From an optimization exercise on the open Yosys and OpenROAD flow, aimed at small area, a short achievable clock period and few clock cycles; shortcuts taken in it are not production practice.
Where RTL was checked, it was by simulation tests only, not by an equivalence proof against the original.
Power and IR drop assume default switching activity.

==> inputs of 12-13 <==
Design qsc_decoder, start of the top module:
module qsc_decoder (
    input  wire        clk,
    input  wire        rst,
    input  wire        cmd_valid,
    output wire        cmd_ready,
    input  wire [5:0]  cmd_width_m1,
    input  wire [5:0]  cmd_lines_m1,
    input  wire        cmd_hist_reset,
    input  wire [14:0] cmd_nbytes,
    input  wire [7:0]  cmd_fill,
    input  wire        in_valid,
    output wire        in_ready,
    input  wire [7:0]  in_data,
    output wire        out_valid,
    input  wire        out_ready,
    output wire [7:0]  out_pix,
    output wire        done,
    output wire [2:0]  status
);
Settings: LEC_CHECK=0, CAP_MARGIN=20, CORE_MARGIN=2, CORE_UTILIZATION=40, CTS_CLUSTER_DIAMETER=80, CTS_CLUSTER_SIZE=24, SETUP_SLACK_MARGIN=5, SLEW_MARGIN=20; clock period 12.0 ns.
run.sh (not shown) runs the stock make flow with config.mk's settings and CLKGATE_MAP_FILE= SYNTH_SCRIPT=/design/flow/synth_recipe.tcl, a recipe that flattens the netlist after the stock synthesis.
==> 07-28 (differences from 12-13) <==
--- a/flow/design.v
+++ b/flow/design.v
@@ -38,14 +38,12 @@
     reg [7:0]  fill_val;
     reg [14:0] bytes_left;         
     reg [5:0]  j;
     reg [5:0]  ln;
     reg        zero_line;          
     reg [7:0]  a_r, b_r, c_r;
-    reg [1:0]  qb_r;               
-    reg [2:0]  kc [0:3];           
     reg [7:0]  r0;
     reg [7:0]  s32 [0:31];
     reg [7:0]  s16 [0:15];
     reg [7:0]  s8  [0:7];
     reg [7:0]  s4  [0:3];
     reg [7:0]  s2  [0:1];
@@ -131,63 +129,25 @@
         begin
             kfor = 3'd7;
             for (kk = 6; kk >= 0; kk = kk - 1)
                 if (({8'd0, nv} << kk) >= av) kfor = kk[2:0];
         end
     endfunction
-    function [8:0] add8;
-        input [7:0] x;
-        input [7:0] y;
-        input       ci;
-        reg [7:0] g, p, gg, pp, g2, p2;
-        reg [8:0] c;
-        integer n, d;
-        begin
-            g = x & y;
-            p = x ^ y;
-            gg = g;
-            pp = p;
-            for (d = 1; d < 8; d = d * 2) begin
-                g2 = gg;
-                p2 = pp;
-                for (n = d; n < 8; n = n + 1) begin
-                    g2[n] = gg[n] | (pp[n] & gg[n - d]);
-                    p2[n] = pp[n] & pp[n - d];
-                end
-                gg = g2;
-                pp = p2;
-            end
-            c[0] = ci;
-            for (n = 0; n < 8; n = n + 1) c[n + 1] = gg[n] | (pp[n] & ci);
-            add8 = {c[8], p ^ c[7:0]};
-        end
-    endfunction
     function [7:0] addm;
         input [7:0] p;
         input [7:0] mv;
-        reg [8:0] r;
         begin
-            r = add8(p, {1'b0, mv[7:1]} ^ {8{mv[0]}}, 1'b0);
-            addm = r[7:0];
+            addm = p + ({1'b0, mv[7:1]} ^ {8{mv[0]}});
         end
     endfunction
     wire       flat = (a_r == b_r) && (b_r == c_r);
-    wire [8:0] dac  = {1'b0, a_r} - {1'b0, c_r};
-    wire       le3  = dac[8] ? ((dac[8:2] == 7'h7f) && (dac[1:0] != 2'd0)) : (dac[8:2] == 7'd0);
-    wire       le15 = dac[8] ? ((dac[8:4] == 5'h1f) && (dac[3:0] != 4'd0)) : (dac[8:4] == 5'd0);
-    wire [1:0] qa   = (a_r == c_r) ? 2'd0 : le3 ? 2'd1 : le15 ? 2'd2 : 2'd3;
-    wire [3:0] ctx  = {qb_r, qa};
+    wire [3:0] ctx  = {qz(absdiff(b_r, c_r)), qz(absdiff(a_r, c_r))};
     wire       hit  = l_v && (lctx == ctx);
     wire       cvx  = cv[ctx];
     wire [2:0] k_l  = kfor(l_a, l_n);
-    reg  [2:0] kq [0:3];           
-    always @(*) begin
-        for (i = 0; i < 4; i = i + 1)
-            kq[i] = (l_v && lctx == {qb_r, i[1:0]}) ? k_l : kc[i];
-    end
-    wire [2:0] k    = kq[qa];
+    wire [2:0] k    = hit ? k_l : cvx ? kr[ctx] : 3'd2;
     wire [13:0] a_cur = hit ? l_a : cvx ? acc[ctx] : 14'd4;
     wire [5:0]  n_cur = hit ? l_n : cvx ? cnt_n[ctx] : 6'd1;
     wire [7:0] pred = med(a_r, b_r, c_r);
     reg [4:0]  q;
     reg [39:0] v;
     always @(*) begin
@@ -201,41 +161,38 @@
     end
     wire        z24  = (bb[39:16] == 24'd0);   
     wire        esc  = (q == 5'd23);
     wire [7:0]  t    = v[38:31];               
     wire        sel_m1 = at_top && !rbit && (jr == 4'd0);
     wire [4:0]  qe     = sel_m1 ? q - 5'd1 : q;
-    wire        comb   = sel_m1 && (bb[39:17] != 23'd0);       
+    wire        comb   = sel_m1 && (q <= 5'd22) && !z24;
     reg [7:0]  m_k   [0:7];
+    reg [7:0]  pix_k [0:7];
     reg [7:0]  ovf_k;
     reg [15:0] qt;
     integer kk;
     always @(*) begin
         qt = {3'd0, qe, t};
         for (kk = 0; kk < 8; kk = kk + 1) begin
             m_k[kk]   = qt[(8 - kk) +: 8];
             ovf_k[kk] = (qt >> (8 - kk)) > 16'd255;
+            pix_k[kk] = addm(pred, m_k[kk]);
         end
     end
+    wire [7:0]  pix_e = addm(pred, t);
     wire [7:0]  m     = esc ? t : m_k[k];
     wire        movf  = !esc && ovf_k[k];
-    wire [7:0]  pix   = addm(pred, m);
+    wire [7:0]  pix   = esc ? pix_e : pix_k[k];
     wire [5:0]  len_r = {1'b0, q} + 6'd1 + (esc ? 6'd8 : {3'd0, k});
     wire [5:0]  need_r = z24 ? 6'd24 : len_r;
+    wire [5:0]  need_ub = z24 ? 6'd24 : esc ? 6'd32 : ({1'b0, q} + 6'd8);
     wire        more   = ibyte_v || (bytes_left != 15'd0);
-    reg [22:0] okpos;              
-    always @(*) begin
-        for (i = 0; i < 23; i = i + 1) okpos[22 - i] = (nbits >= i + 8);
-    end
-    wire        r_ok   = (nbits >= 6'd32) || ((bb[39:17] & okpos) != 23'd0) ||
-                         (z24 && nbits >= 6'd24) || !more;
+    wire        r_ok   = (nbits >= need_ub) || !more;
     wire        r_short  = (nbits < need_r);
     wire        r_syntax = z24 || movf;
-    wire [8:0]  a_lo  = add8(a_cur[7:0], m, 1'b0);
-    wire [6:0]  a_hi1 = {1'b0, a_cur[13:8]} + 7'd1;
-    wire [14:0] a_sum = {a_lo[8] ? a_hi1 : {1'b0, a_cur[13:8]}, a_lo[7:0]};
+    wire [14:0] a_sum = {1'b0, a_cur} + {7'd0, m};
     wire        halve = (n_cur == 6'd63);
     wire [13:0] a_new = halve ? a_sum[14:1] : a_sum[13:0];
     wire [5:0]  n_new = halve ? 6'd32 : n_cur + 6'd1;
     wire [3:0]  jr     = jtab(ri);
     wire        rbit   = bb[39];
     wire [14:0] rem    = bb[38:24] >> (4'd15 - jr);
@@ -270,24 +227,12 @@
     wire [7:0] in2  = dsel[2] ? s4[3]   : in4;
     wire [7:0] in1  = dsel[1] ? s2[1]   : in2;
     wire [7:0] tap  = dsel[0] ? s1      : in1;
     wire       w1     = (w_m1 == 6'd0);
     wire [7:0] up     = (zero_line && !last_j) ? 8'd0 : tap;    
     wire [7:0] b_next = w1 ? value : up;
-    wire [1:0] qb_n   = last_j ? 2'd0 : qz(absdiff(up, b_r));
-    wire       acc_go = cmd_valid && cmd_ready_r;
-    wire [1:0] qb_sel = acc_go ? 2'd0 : emit ? qb_n : qb_r;
-    reg  [2:0] kc_n [0:3];
-    always @(*) begin
-        for (i = 0; i < 4; i = i + 1) begin
-            if (acc_go && cmd_hist_reset)             kc_n[i] = 3'd2;
-            else if (l_v && lctx == {qb_sel, i[1:0]}) kc_n[i] = k_l;
-            else if (cv[{qb_sel, i[1:0]}])            kc_n[i] = kr[{qb_sel, i[1:0]}];
-            else                                      kc_n[i] = 3'd2;
-        end
-    end
     wire fill_go = (state == S_ERR) && out_free;
     wire        merge  = ibyte_v && (nbits <= 6'd32);
     wire [39:0] bbm    = merge ? (bb | ({ibyte, 32'd0} >> nbits)) : bb;
     wire [5:0]  nbm    = merge ? nbits + 6'd8 : nbits;
     wire [5:0]  ulen   = go ? len : 6'd0;
     wire        in_hs  = in_valid && in_ready_r;
@@ -304,14 +249,12 @@
     always @(posedge clk) begin
         if (l_v) begin
             acc[lctx]   <= l_a;
             cnt_n[lctx] <= l_n;
             kr[lctx]    <= k_l;
         end
-        for (i = 0; i < 4; i = i + 1) kc[i] <= kc_n[i];
-        qb_r <= qb_sel;
         if (emit) begin
             r0 <= value;
             s32[0] <= in32;
             for (i = 1; i < 32; i = i + 1) s32[i] <= s32[i - 1];
             s16[0] <= in16;
             for (i = 1; i < 16; i = i + 1) s16[i] <= s16[i - 1];
==> flow/config.mk (replaced) <==
export PLATFORM = sky130hd
export DESIGN_NAME = qsc_decoder
export DESIGN_NICKNAME = qsc_decoder
export VERILOG_FILES = /design/flow/design.v
export SDC_FILE = /design/flow/constraint.sdc
export NUM_CORES = 4
export LEC_CHECK = 0
export CAP_MARGIN = 20
export CORE_MARGIN = 2
export CORE_UTILIZATION = 40
export SETUP_SLACK_MARGIN = 4
export SLEW_MARGIN = 20
==> notes.md <==
Met1 usage in global routing: 07-28 28.0%; 12-13 29.7%
Die width: 07-28 367 um; 12-13 366 um
Violation count after the first detailed-route iteration: 07-28 3,570; 12-13 3,985
Origin of the critical flop-to-flop path: 07-28 a_r[5]$_DFFE_PN_; 12-13 a_r[0]$_DFFE_PN_
Post-placement setup slack: 07-28 3.01 ns; 12-13 3.64 ns
Vias per cell: 07-28 5.60; 12-13 5.88
H-tree depth: 07-28 3; 12-13 2
Number of fill cells in the layout: 07-28 11,700; 12-13 11,700
DR WL met3: 07-28 7.90 mm; 12-13 9.03 mm
Count of clock buffers in the final design: 07-28 136; 12-13 71
Clock-cell share of area: 07-28 6.23%; 12-13 3.16%
Fraction of area in multi-input gates: 07-28 32.8%; 12-13 32.6%
GRT Util Overall: 07-28 19.0%; 12-13 20.2%
Worst hold slack across all endpoints: 07-28 0.358 ns; 12-13 0.391 ns
Run status: 07-28 timing/DRC/antenna clean; 12-13 timing/DRC/antenna clean
Post-layout net count: 07-28 4,645; 12-13 4,431
Top fanout value on the critical path: 07-28 8; 12-13 28
Final instance area: 07-28 60,700 um2; 12-13 58,500 um2
Internal Dissipation: 07-28 7.49 mW; 12-13 6.40 mW
Maximum number of pins on one net before global-route repair: 07-28 191; 12-13 204
Number of flip-flops and latches: 07-28 1,078; 12-13 1,092
Wire length of the first global-routing pass: 07-28 201 mm; 12-13 207 mm
CP Capture Point: 07-28 b_r[7]$_DFFE_PN_; 12-13 in_ready_r$_SDFFE_PP0P_
Testbench counts of 12-13, summed over its fixed seeds: cycles 146,447.
No functional check of the RTL was part of 07-28.

==> branch zinc <==
qsc_decoder, a different RTL version from the one above (not shown whole).
clock: 12.0 ns
lec_check: 0
abc_clock_period_in_ps: 5000
cap_margin: 20
core_margin: 2
core_utilization: 60
setup_slack_margin: 5
slew_margin: 20
==> inputs of branch fjord, as changes to branch zinc <==
ABC_CLOCK_PERIOD_IN_PS = 6000   (was 5000)
CORE_UTILIZATION = 40   (was 60)
SETUP_SLACK_MARGIN = 4   (was 5)
==> inputs of branch harbor, as changes to branch zinc <==
ABC_CLOCK_PERIOD_IN_PS = unset   (was 5000)
CORE_UTILIZATION = 40   (was 60)
SETUP_SLACK_MARGIN = unset   (was 5)
==> qor summary <==
metric                                                                   branch fjord              branch zinc            branch harbor
Status                                                        complete, no violations  complete, no violations  complete, no violations
Routed length on met2                                                        85100 um                 87800 um                 82600 um
Proportion of final cell area spent on non-clock buffers                       0.0488                    0.113                   0.0291
Iteration count of the initial detailed-routing pass                                7                       10                        8
RSZ-0062 raised after global routing                                              yes                      yes                       no
WL per Instance                                                               25.1 um                  28.7 um                  24.7 um
Routed length on met3                                                        18100 um                 30300 um                 17100 um
Maximum net fanout on the critical path                                             6                        8                       25
Number of antenna diodes                                                            1                        6                        2
Maximum number of pins on one net before global-route repair                      237                      222                      237
Share of cell area taken by flip-flops and latches                              0.440                    0.415                    0.455
Relative slew slack                                                             0.208                   0.0933                    0.163
Wire length of the first global-routing pass                                278000 um                293000 um                274000 um
Sequential power share                                                          0.370                    0.357                    0.388
Pre-CTS worst setup slack                                                     2.18 ns                  1.96 ns                  2.18 ns
Power per cell area                                                       196 mW/mm^2              192 mW/mm^2              193 mW/mm^2
Flop2flop setup slack                                                         4.01 ns                  4.02 ns                  2.09 ns
Number of clock buffers in the layout                                             156                      145                      156
Number of multi-input combinational cells                                        4089                     4090                     4085
Testbench counts of branch zinc, summed over its fixed seeds: cycles 148,898.
Testbench counts of branch fjord, summed over its fixed seeds: cycles 148,898.
Testbench counts of branch harbor, summed over its fixed seeds: cycles 148,898.

==> job 4242 <==
qsc_decoder, a different RTL version from the one above (not shown whole).
Settings: LEC_CHECK=0, CAP_MARGIN=20, CORE_MARGIN=2, CORE_UTILIZATION=40, CTS_BUF_LIST=sky130_fd_sc_hd__clkbuf_8, CTS_CLUSTER_DIAMETER=50, CTS_CLUSTER_SIZE=14, SETUP_SLACK_MARGIN=5, SLEW_MARGIN=20; clock period 12.0 ns.
==> job 9268: changes against job 4242 <==
--- a/flow/design.v
+++ b/flow/design.v
@@ -198,17 +198,17 @@
         if (v[39:36] == 4'd0)  begin q[2] = 1'b1; v = {v[35:0], 4'd0};  end
         if (v[39:38] == 2'd0)  begin q[1] = 1'b1; v = {v[37:0], 2'd0};  end
         if (v[39] == 1'b0)     begin q[0] = 1'b1; v = {v[38:0], 1'd0};  end
     end
     wire        z24  = (bb[39:16] == 24'd0);   
     wire        esc  = (q == 5'd23);
     wire [7:0]  t    = v[38:31];               
-    wire        sel_m1 = at_top && !rbit && (jr == 4'd0);
-    wire [4:0]  qe     = sel_m1 ? q - 5'd1 : q;
-    wire        comb   = sel_m1 && (bb[39:17] != 23'd0);       
+    wire        sel_m1 = at_top && !rbit;
+    wire [4:0]  qe     = sel_m1 ? q - 5'd1 - {1'b0, jr} : q;
+    wire        comb   = sel_m1 && (rem == 15'd0) && (bb[39:17] != 23'd0);    
     reg [7:0]  m_k   [0:7];
     reg [7:0]  ovf_k;
     reg [15:0] qt;
     integer kk;
     always @(*) begin
         qt = {3'd0, qe, t};
         for (kk = 0; kk < 8; kk = kk + 1) begin
@@ -252,20 +252,18 @@
     wire regular = !in_fill && !at_top;
     wire top_run = at_top && !comb;        
     wire dec_reg = regular || comb;        
     wire go    = (state == S_DEC) && out_free && !done_pend &&
                  (in_fill || (at_top ? (u_ok && (!comb || r_ok)) : r_ok));
     wire fail  = top_run ? (u_short || u_syntax) : dec_reg ? (r_short || r_syntax) : 1'b0;
     wire [2:0] fail_stat = (top_run ? u_short : r_short) ? ST_SHORT : ST_SYNTAX;
-    wire no_pix = top_run && !rbit && (rem == 15'd0) && !u_short;
+    wire no_pix = top_run && !rbit && (rem == 15'd0) && !u_short && !u_syntax;
     wire emit  = go && !no_pix;
     wire [7:0] value = dec_reg ? pix : a_r;
-    wire pre   = in_fill && (run_left == 6'd1) && !run_is_rem && !last_j &&
-                 !rbit && (rem == 15'd0) && (jr != 4'd0) && (nbits >= need_run);
-    wire [5:0] len = in_fill ? (pre ? need_run : 6'd0) : top_run ? need_run : len_r;
+    wire [5:0] len = in_fill ? 6'd0 : top_run ? need_run : len_r;
     wire last_j    = (j == w_m1);
     wire last_line = (ln == l_m1);
     wire [5:0] dsel = w_m1 - 6'd1;
     wire [7:0] in32 = r0;
     wire [7:0] in16 = dsel[5] ? s32[31] : in32;
     wire [7:0] in8  = dsel[4] ? s16[15] : in16;
     wire [7:0] in4  = dsel[3] ? s8[7]   : in8;
@@ -352,19 +350,14 @@
                     bb         <= bbm << ulen;
                     nbits      <= nb_n;
                     in_ready_r <= (bl_n != 15'd0) && (!ib_n || nb_n <= 6'd32);
                     if (go) begin
                         if (in_fill) begin
                             run_left <= run_left - 6'd1;
                             if (run_left == 6'd1 && run_is_rem) after_run <= 1'b1;
-                            if (pre) begin
-                                in_run    <= 1'b0;
-                                after_run <= 1'b1;
-                                ri        <= ri - 5'd1;
-                            end
                         end else if (top_run) begin
                             if (rbit) begin
                                 in_run     <= 1'b1;
                                 run_is_rem <= 1'b0;
                                 run_left   <= chunk_cnt[5:0] - 6'd1;
                                 if (full && ri != 5'd31) ri <= ri + 5'd1;
                             end else begin
CTS_BUF_LIST = unset   (was sky130_fd_sc_hd__clkbuf_8)
CTS_CLUSTER_DIAMETER = 80   (was 50)
CTS_CLUSTER_SIZE = 24   (was 14)
==> job 9451: changes against job 4242 <==
--- a/flow/design.v
+++ b/flow/design.v
@@ -37,16 +37,14 @@
     reg [5:0]  l_m1;
     reg [7:0]  fill_val;
     reg [14:0] bytes_left;         
     reg [5:0]  j;
     reg [5:0]  ln;
     reg        zero_line;          
     reg [7:0]  a_r, b_r, c_r;
-    reg [1:0]  qb_r;               
-    reg [2:0]  kc [0:3];           
     reg [7:0]  r0;
     reg [7:0]  s32 [0:31];
     reg [7:0]  s16 [0:15];
     reg [7:0]  s8  [0:7];
     reg [7:0]  s4  [0:3];
     reg [7:0]  s2  [0:1];
     reg [7:0]  s1;
@@ -130,65 +128,27 @@
         integer kk;
         begin
             kfor = 3'd7;
             for (kk = 6; kk >= 0; kk = kk - 1)
                 if (({8'd0, nv} << kk) >= av) kfor = kk[2:0];
         end
     endfunction
-    function [8:0] add8;
-        input [7:0] x;
-        input [7:0] y;
-        input       ci;
-        reg [7:0] g, p, gg, pp, g2, p2;
-        reg [8:0] c;
-        integer n, d;
-        begin
-            g = x & y;
-            p = x ^ y;
-            gg = g;
-            pp = p;
-            for (d = 1; d < 8; d = d * 2) begin
-                g2 = gg;
-                p2 = pp;
-                for (n = d; n < 8; n = n + 1) begin
-                    g2[n] = gg[n] | (pp[n] & gg[n - d]);
-                    p2[n] = pp[n] & pp[n - d];
-                end
-                gg = g2;
-                pp = p2;
-            end
-            c[0] = ci;
-            for (n = 0; n < 8; n = n + 1) c[n + 1] = gg[n] | (pp[n] & ci);
-            add8 = {c[8], p ^ c[7:0]};
-        end
-    endfunction
     function [7:0] addm;
         input [7:0] p;
         input [7:0] mv;
-        reg [8:0] r;
         begin
-            r = add8(p, {1'b0, mv[7:1]} ^ {8{mv[0]}}, 1'b0);
-            addm = r[7:0];
+            addm = p + ({1'b0, mv[7:1]} ^ {8{mv[0]}});
         end
     endfunction
     wire       flat = (a_r == b_r) && (b_r == c_r);
-    wire [8:0] dac  = {1'b0, a_r} - {1'b0, c_r};
-    wire       le3  = dac[8] ? ((dac[8:2] == 7'h7f) && (dac[1:0] != 2'd0)) : (dac[8:2] == 7'd0);
-    wire       le15 = dac[8] ? ((dac[8:4] == 5'h1f) && (dac[3:0] != 4'd0)) : (dac[8:4] == 5'd0);
-    wire [1:0] qa   = (a_r == c_r) ? 2'd0 : le3 ? 2'd1 : le15 ? 2'd2 : 2'd3;
-    wire [3:0] ctx  = {qb_r, qa};
+    wire [3:0] ctx  = {qz(absdiff(b_r, c_r)), qz(absdiff(a_r, c_r))};
     wire       hit  = l_v && (lctx == ctx);
     wire       cvx  = cv[ctx];
     wire [2:0] k_l  = kfor(l_a, l_n);
-    reg  [2:0] kq [0:3];           
-    always @(*) begin
-        for (i = 0; i < 4; i = i + 1)
-            kq[i] = (l_v && lctx == {qb_r, i[1:0]}) ? k_l : kc[i];
-    end
-    wire [2:0] k    = kq[qa];
+    wire [2:0] k    = hit ? k_l : cvx ? kr[ctx] : 3'd2;
     wire [13:0] a_cur = hit ? l_a : cvx ? acc[ctx] : 14'd4;
     wire [5:0]  n_cur = hit ? l_n : cvx ? cnt_n[ctx] : 6'd1;
     wire [7:0] pred = med(a_r, b_r, c_r);
     reg [4:0]  q;
     reg [39:0] v;
     always @(*) begin
         v = bb;
@@ -200,43 +160,40 @@
         if (v[39] == 1'b0)     begin q[0] = 1'b1; v = {v[38:0], 1'd0};  end
     end
     wire        z24  = (bb[39:16] == 24'd0);   
     wire        esc  = (q == 5'd23);
     wire [7:0]  t    = v[38:31];               
     wire        sel_m1 = at_top && !rbit && (jr == 4'd0);
     wire [4:0]  qe     = sel_m1 ? q - 5'd1 : q;
-    wire        comb   = sel_m1 && (bb[39:17] != 23'd0);       
+    wire        comb   = sel_m1 && (q <= 5'd22) && !z24;
     reg [7:0]  m_k   [0:7];
+    reg [7:0]  pix_k [0:7];
     reg [7:0]  ovf_k;
     reg [15:0] qt;
     integer kk;
     always @(*) begin
         qt = {3'd0, qe, t};
         for (kk = 0; kk < 8; kk = kk + 1) begin
             m_k[kk]   = qt[(8 - kk) +: 8];
             ovf_k[kk] = (qt >> (8 - kk)) > 16'd255;
+            pix_k[kk] = addm(pred, m_k[kk]);
         end
     end
+    wire [7:0]  pix_e = addm(pred, t);
     wire [7:0]  m     = esc ? t : m_k[k];
     wire        movf  = !esc && ovf_k[k];
-    wire [7:0]  pix   = addm(pred, m);
+    wire [7:0]  pix   = esc ? pix_e : pix_k[k];
     wire [5:0]  len_r = {1'b0, q} + 6'd1 + (esc ? 6'd8 : {3'd0, k});
     wire [5:0]  need_r = z24 ? 6'd24 : len_r;
+    wire [5:0]  need_ub = z24 ? 6'd24 : esc ? 6'd32 : ({1'b0, q} + 6'd8);
     wire        more   = ibyte_v || (bytes_left != 15'd0);
-    reg [22:0] okpos;              
-    always @(*) begin
-        for (i = 0; i < 23; i = i + 1) okpos[22 - i] = (nbits >= i + 8);
-    end
-    wire        r_ok   = (nbits >= 6'd32) || ((bb[39:17] & okpos) != 23'd0) ||
-                         (z24 && nbits >= 6'd24) || !more;
+    wire        r_ok   = (nbits >= need_ub) || !more;
     wire        r_short  = (nbits < need_r);
     wire        r_syntax = z24 || movf;
-    wire [8:0]  a_lo  = add8(a_cur[7:0], m, 1'b0);
-    wire [6:0]  a_hi1 = {1'b0, a_cur[13:8]} + 7'd1;
-    wire [14:0] a_sum = {a_lo[8] ? a_hi1 : {1'b0, a_cur[13:8]}, a_lo[7:0]};
+    wire [14:0] a_sum = {1'b0, a_cur} + {7'd0, m};
     wire        halve = (n_cur == 6'd63);
     wire [13:0] a_new = halve ? a_sum[14:1] : a_sum[13:0];
     wire [5:0]  n_new = halve ? 6'd32 : n_cur + 6'd1;
     wire [3:0]  jr     = jtab(ri);
     wire        rbit   = bb[39];
     wire [14:0] rem    = bb[38:24] >> (4'd15 - jr);
     wire [5:0]  need_run = rbit ? 6'd1 : 6'd1 + {2'd0, jr};
@@ -252,45 +209,31 @@
     wire regular = !in_fill && !at_top;
     wire top_run = at_top && !comb;        
     wire dec_reg = regular || comb;        
     wire go    = (state == S_DEC) && out_free && !done_pend &&
                  (in_fill || (at_top ? (u_ok && (!comb || r_ok)) : r_ok));
     wire fail  = top_run ? (u_short || u_syntax) : dec_reg ? (r_short || r_syntax) : 1'b0;
     wire [2:0] fail_stat = (top_run ? u_short : r_short) ? ST_SHORT : ST_SYNTAX;
-    wire no_pix = top_run && !rbit && (rem == 15'd0) && !u_short;
+    wire no_pix = top_run && !rbit && (rem == 15'd0) && !u_short && !u_syntax;
     wire emit  = go && !no_pix;
     wire [7:0] value = dec_reg ? pix : a_r;
-    wire pre   = in_fill && (run_left == 6'd1) && !run_is_rem && !last_j &&
-                 !rbit && (rem == 15'd0) && (jr != 4'd0) && (nbits >= need_run);
-    wire [5:0] len = in_fill ? (pre ? need_run : 6'd0) : top_run ? need_run : len_r;
+    wire [5:0] len = in_fill ? 6'd0 : top_run ? need_run : len_r;
     wire last_j    = (j == w_m1);
     wire last_line = (ln == l_m1);
     wire [5:0] dsel = w_m1 - 6'd1;
     wire [7:0] in32 = r0;
     wire [7:0] in16 = dsel[5] ? s32[31] : in32;
     wire [7:0] in8  = dsel[4] ? s16[15] : in16;
     wire [7:0] in4  = dsel[3] ? s8[7]   : in8;
     wire [7:0] in2  = dsel[2] ? s4[3]   : in4;
     wire [7:0] in1  = dsel[1] ? s2[1]   : in2;
     wire [7:0] tap  = dsel[0] ? s1      : in1;
     wire       w1     = (w_m1 == 6'd0);
     wire [7:0] up     = (zero_line && !last_j) ? 8'd0 : tap;    
     wire [7:0] b_next = w1 ? value : up;
-    wire [1:0] qb_n   = last_j ? 2'd0 : qz(absdiff(up, b_r));
-    wire       acc_go = cmd_valid && cmd_ready_r;
-    wire [1:0] qb_sel = acc_go ? 2'd0 : emit ? qb_n : qb_r;
-    reg  [2:0] kc_n [0:3];
-    always @(*) begin
-        for (i = 0; i < 4; i = i + 1) begin
-            if (acc_go && cmd_hist_reset)             kc_n[i] = 3'd2;
-            else if (l_v && lctx == {qb_sel, i[1:0]}) kc_n[i] = k_l;
-            else if (cv[{qb_sel, i[1:0]}])            kc_n[i] = kr[{qb_sel, i[1:0]}];
-            else                                      kc_n[i] = 3'd2;
-        end
-    end
     wire fill_go = (state == S_ERR) && out_free;
     wire        merge  = ibyte_v && (nbits <= 6'd32);
     wire [39:0] bbm    = merge ? (bb | ({ibyte, 32'd0} >> nbits)) : bb;
     wire [5:0]  nbm    = merge ? nbits + 6'd8 : nbits;
     wire [5:0]  ulen   = go ? len : 6'd0;
     wire        in_hs  = in_valid && in_ready_r;
     wire        pix_out = emit || fill_go;
@@ -305,16 +248,14 @@
     wire [5:0]  nb_n = nbm - ulen;
     always @(posedge clk) begin
         if (l_v) begin
             acc[lctx]   <= l_a;
             cnt_n[lctx] <= l_n;
             kr[lctx]    <= k_l;
         end
-        for (i = 0; i < 4; i = i + 1) kc[i] <= kc_n[i];
-        qb_r <= qb_sel;
         if (emit) begin
             r0 <= value;
             s32[0] <= in32;
             for (i = 1; i < 32; i = i + 1) s32[i] <= s32[i - 1];
             s16[0] <= in16;
             for (i = 1; i < 16; i = i + 1) s16[i] <= s16[i - 1];
             s8[0] <= in8;
@@ -352,19 +293,14 @@
                     bb         <= bbm << ulen;
                     nbits      <= nb_n;
                     in_ready_r <= (bl_n != 15'd0) && (!ib_n || nb_n <= 6'd32);
                     if (go) begin
                         if (in_fill) begin
                             run_left <= run_left - 6'd1;
                             if (run_left == 6'd1 && run_is_rem) after_run <= 1'b1;
-                            if (pre) begin
-                                in_run    <= 1'b0;
-                                after_run <= 1'b1;
-                                ri        <= ri - 5'd1;
-                            end
                         end else if (top_run) begin
                             if (rbit) begin
                                 in_run     <= 1'b1;
                                 run_is_rem <= 1'b0;
                                 run_left   <= chunk_cnt[5:0] - 6'd1;
                                 if (full && ri != 5'd31) ri <= ri + 5'd1;
                             end else begin
CORE_UTILIZATION = 55   (was 40)
CTS_BUF_LIST = unset   (was sky130_fd_sc_hd__clkbuf_8)
CTS_CLUSTER_DIAMETER = unset   (was 50)
CTS_CLUSTER_SIZE = unset   (was 14)
SETUP_SLACK_MARGIN = 4   (was 5)
==> comparison table <==
Clock network power share: job 9268 0.229; job 4242 0.266; job 9451 0.336
Fraction of layout instances using a drive strength above 1: job 9268 0.162; job 4242 0.142; job 9451 0.128
Rel. slew slack: job 9268 0.281; job 4242 0.267; job 9451 0.219
Post-synthesis xor/xnor area fraction: job 9268 0.0166; job 4242 0.0175; job 9451 0.0237
Largest net degree at the start of global routing: job 9268 192; job 4242 161; job 9451 116
Std-Cell Core Area: job 9268 130000 um^2; job 4242 129000 um^2; job 9451 95000 um^2
Iteration count of the initial detailed-routing pass: job 9268 9; job 4242 6; job 9451 6
Utilization of the core after routing: job 9268 0.461; job 4242 0.453; job 9451 0.631
Transition time at the pin with the least slew margin: job 9268 1.08 ns; job 4242 1.09 ns; job 9451 1.14 ns
Avg Synthesized Cell Area: job 9268 12.7 um^2; job 4242 12.6 um^2; job 9451 12.4 um^2
Slowest cell on crit path: job 9268 or4_4; job 4242 a2111o_2; job 9451 edfxtp_1
Final Net Count: job 9268 4566; job 4242 4511; job 9451 4621
Net count after synthesis: job 9268 4378; job 4242 4366; job 9451 4504
Count of synthesis-stage warnings from yosys: job 9268 10; job 4242 10; job 9451 8
Switching power share of the total: job 9268 0.324; job 4242 0.309; job 9451 0.299
Final period utilization: job 9268 0.569; job 4242 0.597; job 9451 0.643
Post-Place Cells: job 9268 5796; job 4242 5782; job 9451 5449
Compound-Gate Fraction of Synth Area: job 9268 0.145; job 4242 0.140; job 9451 0.129
Mapped Cells: job 9268 4132; job 4242 4126; job 9451 4247
Outcome: job 9268 finished clean; job 4242 finished clean; job 9451 finished clean
Function was not checked in any run of this note: the RTL went through the layout flow alone.

-- separate check: timing with driven ports --
The results above use ideal ports. As a check the final layouts listed here were re-extracted and re-timed, cells and wires unchanged.
Step 1, drivers: a clkbuf_16 drives clk and a buf_2 each remaining input, both assumed.
Step 2, shift: input delay + t, output delay - t, t = (earliest + latest rising clock arrival at the registers) / 2. This alone moves slack from input paths to output paths.
Slacks: ideal / step 1 / step 2; pairs: ideal / step 1.
run | shift t [ns] | setup slack, ns | worst hold slack (ns) | worst setup path after step 2
12-13 | 0.766 | 5.181 / 5.181 / 4.931 | 0.391 / 0.391 / 0.391 | input to register
07-28 | 0.801 | 4.350 / 4.350 / 4.350 | 0.358 / 0.358 / 0.358 | register to register
branch zinc | 0.793 | 4.024 / 4.024 / 4.024 | 0.399 / 0.399 / 0.399 | register to register
branch fjord | 0.816 | 4.006 / 4.006 / 4.006 | 0.394 / 0.394 / 0.394 | register to register
branch harbor | 0.827 | 2.088 / 2.088 / 2.088 | 0.392 / 0.392 / 0.392 | register to register
job 4242 | 0.897 | 4.835 / 4.835 / 4.593 | 0.364 / 0.364 / 0.364 | input to register
job 9268 | 0.780 | 5.173 / 5.173 / 5.173 | 0.380 / 0.380 / 0.380 | register to register
job 9451 | 0.768 | 4.288 / 4.288 / 4.288 | 0.411 / 0.411 / 0.411 | register to register
After both steps every run listed still meets setup and hold. The setup slack of 12-13, which loses most, moves by 0.000 ns with the drivers and by -0.250 ns with both steps.
